This design comes from an exercise in tuning for small area on the open sky130 flow, not from production work. The RTL was checked by simulation tests, not by an equivalence proof against the original design. Power is estimated from default activity; no workload was simulated.

==> flow/design.v (excerpt) <==
module pkdec_conv (
    input  wire         clk,
    input  wire         rst,         
    input  wire         in_valid,
    input  wire         in_op,       
    input  wire [127:0] in_a,        
    input  wire [63:0]  in_gb,       
    input  wire [2:0]   in_rm,       
    output wire         out_valid,
    output wire [127:0] out_d,       
    output wire         out_vx,      
    output wire         out_xx       
);
    function [11:0] dpd_decode;
        input [9:0] b;
        reg p, q, r, s, t, u, v, w, x, y;
        reg big2, big1, big0, h1, l1, h0, l0;
        begin
            {p, q, r, s, t, u, v, w, x, y} = b;
            big2 = v & ((w & ~x) | (w & x & (~s | t)));
            big1 = v & ((~w & x) | (w & x & (s | ~t)));
            big0 = v & ((~w & ~x) | (w & x & (s | t)));
            h1 = (v & w & x) ? p : s;
            l1 = (v & w & x) ? q : t;
            h0 = ~v ? w : (w ? p : s);
            l0 = ~v ? x : (w ? q : t);
            dpd_decode = {big2, p & ~big2, q & ~big2, r,
                          big1, h1 & ~big1, l1 & ~big1, u,
                          big0, h0 & ~big0, l0 & ~big0, y};
        end
    endfunction
    function [9:0] dpd_encode;
        input [11:0] bcd;
        reg a, b, c, d, e, f, g, h, i, j, k, m;
        begin
  ...
Size in the first run: roughly 4300 cells after synthesis.
==> flow/config.mk <==
export PLATFORM = sky130hd
export DESIGN_NAME = pkdec_conv
export DESIGN_NICKNAME = pkdec_conv
export VERILOG_FILES = /design/flow/design.v
export SDC_FILE = /design/flow/constraint.sdc
export NUM_CORES = 4
export LEC_CHECK = 0
export ABC_AREA = 1
export CAP_MARGIN = 20
export CORE_MARGIN = 2
export CORE_UTILIZATION = 55
export CTS_BUF_LIST = sky130_fd_sc_hd__clkbuf_4
export PLACE_DENSITY = 0.65
export SLEW_MARGIN = 20
==> flow/constraint.sdc <==
create_clock -name core_clock -period 6.0 [get_ports {clk}]
set_input_delay 1.2000 -clock core_clock [delete_from_list [all_inputs] [get_ports {clk}]]
set_output_delay 1.2000 -clock core_clock [all_outputs]
set_load 0.01 [all_outputs]
run.sh (not shown) runs the stock make flow with config.mk's settings and CLKGATE_MAP_FILE= SYNTH_SCRIPT=/design/flow/synth_recipe.tcl, a recipe that flattens the netlist after the stock synthesis.
Edit:
==> flow/flow/run.sh (new file) <==
#!/bin/bash
# Own layout flow: the standard ORFS flow (standard.sh: unchanged synthesis
# and steps) except that the port buffers use the smallest buffer cell
# (sky130_fd_sc_hd__buf_1) instead of clkdlybuf4s50_1. Every port still gets
# its buffer. All output of make (every tool) goes to flow_make.log in this
# folder; ORFS also keeps one log per step under orfs/logs/.
set -euo pipefail
export BUFFER_PORTS_ARGS="-buffer_cell sky130_fd_sc_hd__buf_1"
bash standard.sh > flow_make.log 2>&1
==> flow/standard.sh (new file) <==
#!/bin/bash
# synth_recipe.tcl (not shown) runs the flow's synth.tcl, then flattens the netlist and writes it again
# the make line also repeats each setting of config.mk as NAME=value (left out here)
make -C /OpenROAD-flow-scripts/flow DESIGN_CONFIG=/design/flow/config.mk WORK_HOME=/design/flow/orfs CLKGATE_MAP_FILE= SYNTH_SCRIPT=/design/flow/synth_recipe.tcl "${@:-finish}"
--- a/flow/config.mk
+++ b/flow/config.mk
@@ -12 +12,3 @@
-export CTS_BUF_LIST = sky130_fd_sc_hd__clkbuf_4
+export CTS_BUF_LIST = sky130_fd_sc_hd__clkbuf_16
+export CTS_CLUSTER_DIAMETER = 100
+export CTS_CLUSTER_SIZE = 30
removed: flow/run.sh
Power came out lower by 11%.
Fmax went down by 1.3%.
Routed wire length grows by 8.2%.
Core utilization went down by 5.9 points.
Design area falls by 8.8%.
Synthesized cell count stays the same.
Setup slack degrades by 0.061 ns.
Register-to-register slack degrades by 0.06 ns.
Sequential power is about the same.
Worst hold slack improves by 0.029 ns.
Via count went down by 0.70%.
Edit:
==> flow/run.sh (new file) <==
#!/bin/bash
# synth_recipe.tcl (not shown) runs the flow's synth.tcl, then flattens the netlist and writes it again
# the make line also repeats each setting of config.mk as NAME=value (left out here)
make -C /OpenROAD-flow-scripts/flow DESIGN_CONFIG=/design/flow/config.mk WORK_HOME=/design/flow/orfs CLKGATE_MAP_FILE= SYNTH_SCRIPT=/design/flow/synth_recipe.tcl finish
removed: flow/flow/run.sh
removed: flow/standard.sh
Cell area went up by a few percent.
Core utilization goes up by 3.3 points.
Via count shrinks by a few percent.
Sequential cell count does not change.
Routed wire length goes down by roughly a tenth.
Worst setup slack is better by 0.11 ns.
Cell count is about the same.
Fmax goes up by a few percent.
Synthesized area does not change.
Edit:
==> flow/flow/run.sh (new file) <==
#!/bin/bash
# Own layout flow: the standard ORFS flow (standard.sh, unchanged
# synthesis and steps) with two settings that only change cell choices:
#  * port buffers use the smallest buffer (buf_1) instead of clkdlybuf4s50_1;
#  * after global routing, non-critical gates are downsized (RECOVER_POWER).
# All output of make (every tool) goes to flow_make.log in this folder; ORFS
# also keeps one log per step under orfs/logs/.
set -euo pipefail
export BUFFER_PORTS_ARGS="-buffer_cell sky130_fd_sc_hd__buf_1"
export RECOVER_POWER=100
bash standard.sh > flow_make.log 2>&1
==> flow/standard.sh (new file) <==
#!/bin/bash
# synth_recipe.tcl (not shown) runs the flow's synth.tcl, then flattens the netlist and writes it again
# the make line also repeats each setting of config.mk as NAME=value (left out here)
make -C /OpenROAD-flow-scripts/flow DESIGN_CONFIG=/design/flow/config.mk WORK_HOME=/design/flow/orfs CLKGATE_MAP_FILE= SYNTH_SCRIPT=/design/flow/synth_recipe.tcl "${@:-finish}"
--- a/flow/config.mk
+++ b/flow/config.mk
@@ -12,3 +12 @@
-export CTS_BUF_LIST = sky130_fd_sc_hd__clkbuf_16
-export CTS_CLUSTER_DIAMETER = 100
-export CTS_CLUSTER_SIZE = 30
+export CTS_BUF_LIST = sky130_fd_sc_hd__clkbuf_4
removed: flow/run.sh
- The changed run reached the layout checks and failed them: max-capacitance violations, max-slew violations
- synthesized cell count does not change
- design area came out lower by about 2.4%
- setup slack degrades by 0.56 ns

pkdec_conv, a different RTL version from the one above (not shown whole).
Size in the first run: ~760 flip-flops, ~330 I/O pins.
clock: 6.0 ns
lec_check: 0
abc_area: 1
cap_margin: 10
core_margin: 2
core_utilization: 55
cts_buf_list: sky130_fd_sc_hd__clkbuf_16
cts_cluster_diameter: 100
cts_cluster_size: 25
place_density: 0.65
slew_margin: 10
standard.sh (not shown) runs the stock make flow with config.mk's settings and CLKGATE_MAP_FILE= SYNTH_SCRIPT=/design/flow/synth_recipe.tcl, a recipe that flattens the netlist after the stock synthesis.
==> flow/flow/run.sh <==
#!/bin/bash
# Own layout flow: the standard ORFS flow (standard.sh: unchanged synthesis
# and steps) except that the port buffers use the smallest buffer cell
# (sky130_fd_sc_hd__buf_1) instead of clkdlybuf4s50_1. Every port still gets
# its buffer. All output of make (every tool) goes to flow_make.log in this
# folder; ORFS also keeps one log per step under orfs/logs/.
set -euo pipefail
export BUFFER_PORTS_ARGS="-buffer_cell sky130_fd_sc_hd__buf_1"
bash standard.sh > flow_make.log 2>&1
The starting point produced a clean layout.
==> next run, changes <==
- CAP_MARGIN: 10 -> 20
- SLEW_MARGIN: 10 -> 20
Sequential power is about the same.
Combinational power hardly moves.
Count of clock-buffer cells in the layout is unchanged.
Design area does not change.
Worst hold slack barely changes.
Maximum frequency barely changes.
==> next run, changes <==
- CORE_UTILIZATION: 55 -> 65
- PLACE_DENSITY: 0.65 -> 0.72
After rerunning:
- power goes down by about 0.37%
- routed wire length goes down by 4.3%
- utilization goes up by 10 points
- maximum frequency goes down by about 2.2%
- global-route usage goes up by 6.1 points
- critical path depth stays the same
- cell count goes down by about 2.5%
- sequential power hardly moves
- clock power stays flat
- combinational power hardly moves
- worst setup slack degrades by 130 ps
==> next run, changes <==
- CORE_UTILIZATION: 65 -> 68
- PLACE_DENSITY: 0.72 -> 0.76
What happened: The changed run passed the timing, design-rule and antenna checks; worst hold slack stays flat; register-to-register slack degrades by 20 ps; global-route usage falls by 1.1 points; total power falls by 1.7%.

==> separate check: timing with driven ports <==
In the flow no input, the clock included, has a driving cell. The finished layouts below were timed again as built, in two steps. Step 1 sets driving cells, clkbuf_16 on the clock port and buf_2 on the other inputs (assumed; they add their load-dependent delay and slew). Step 2, shift: input delay + t, output delay - t, t = (earliest + latest rising clock arrival at the registers) / 2. This alone moves slack from input paths to output paths. Three values: no drivers, after step 1, after step 2; two values: the first two.
| run | t, ns | setup WS [ns] | worst setup path after step 2 | latest minus earliest clock arrival (ns) | worst register clock-pin slew, ns |
|---|---|---|---|---|---|
| the first run of note 1 | 1.074 | 1.388 / 1.388 / 1.277 | input to register | 0.092 / 0.093 | 0.09 / 0.09 |
| the second run of note 1 | 0.659 | 1.326 / 1.326 / 1.326 | register to register | 0.041 / 0.041 | 0.12 / 0.12 |
| the third run of note 1 | 0.699 | 1.437 / 1.437 / 1.317 | input to register | 0.017 / 0.016 | 0.11 / 0.11 |
| the fourth run of note 1 | 1.109 | 0.882 / 0.882 / 0.047 | input to register | 0.105 / 0.105 | 0.09 / 0.09 |
| the first run of note 2 | 0.675 | 0.477 / 0.406 / 1.082 | register to output | 0.054 / 0.055 | 0.10 / 0.10 |
| the second run of note 2 | 0.675 | 0.476 / 0.406 / 1.081 | register to output | 0.055 / 0.055 | 0.10 / 0.10 |
| the third run of note 2 | 0.679 | 0.351 / 0.284 / 0.963 | register to output | 0.059 / 0.058 | 0.10 / 0.10 |
| the fourth run of note 2 | 0.675 | 0.613 / 0.544 / 1.219 | register to output | 0.056 / 0.057 | 0.10 / 0.10 |
For the fourth run of note 1, which loses most, drivers alone change the setup slack by 0.000 ns; drivers and shift together by -0.835 ns.
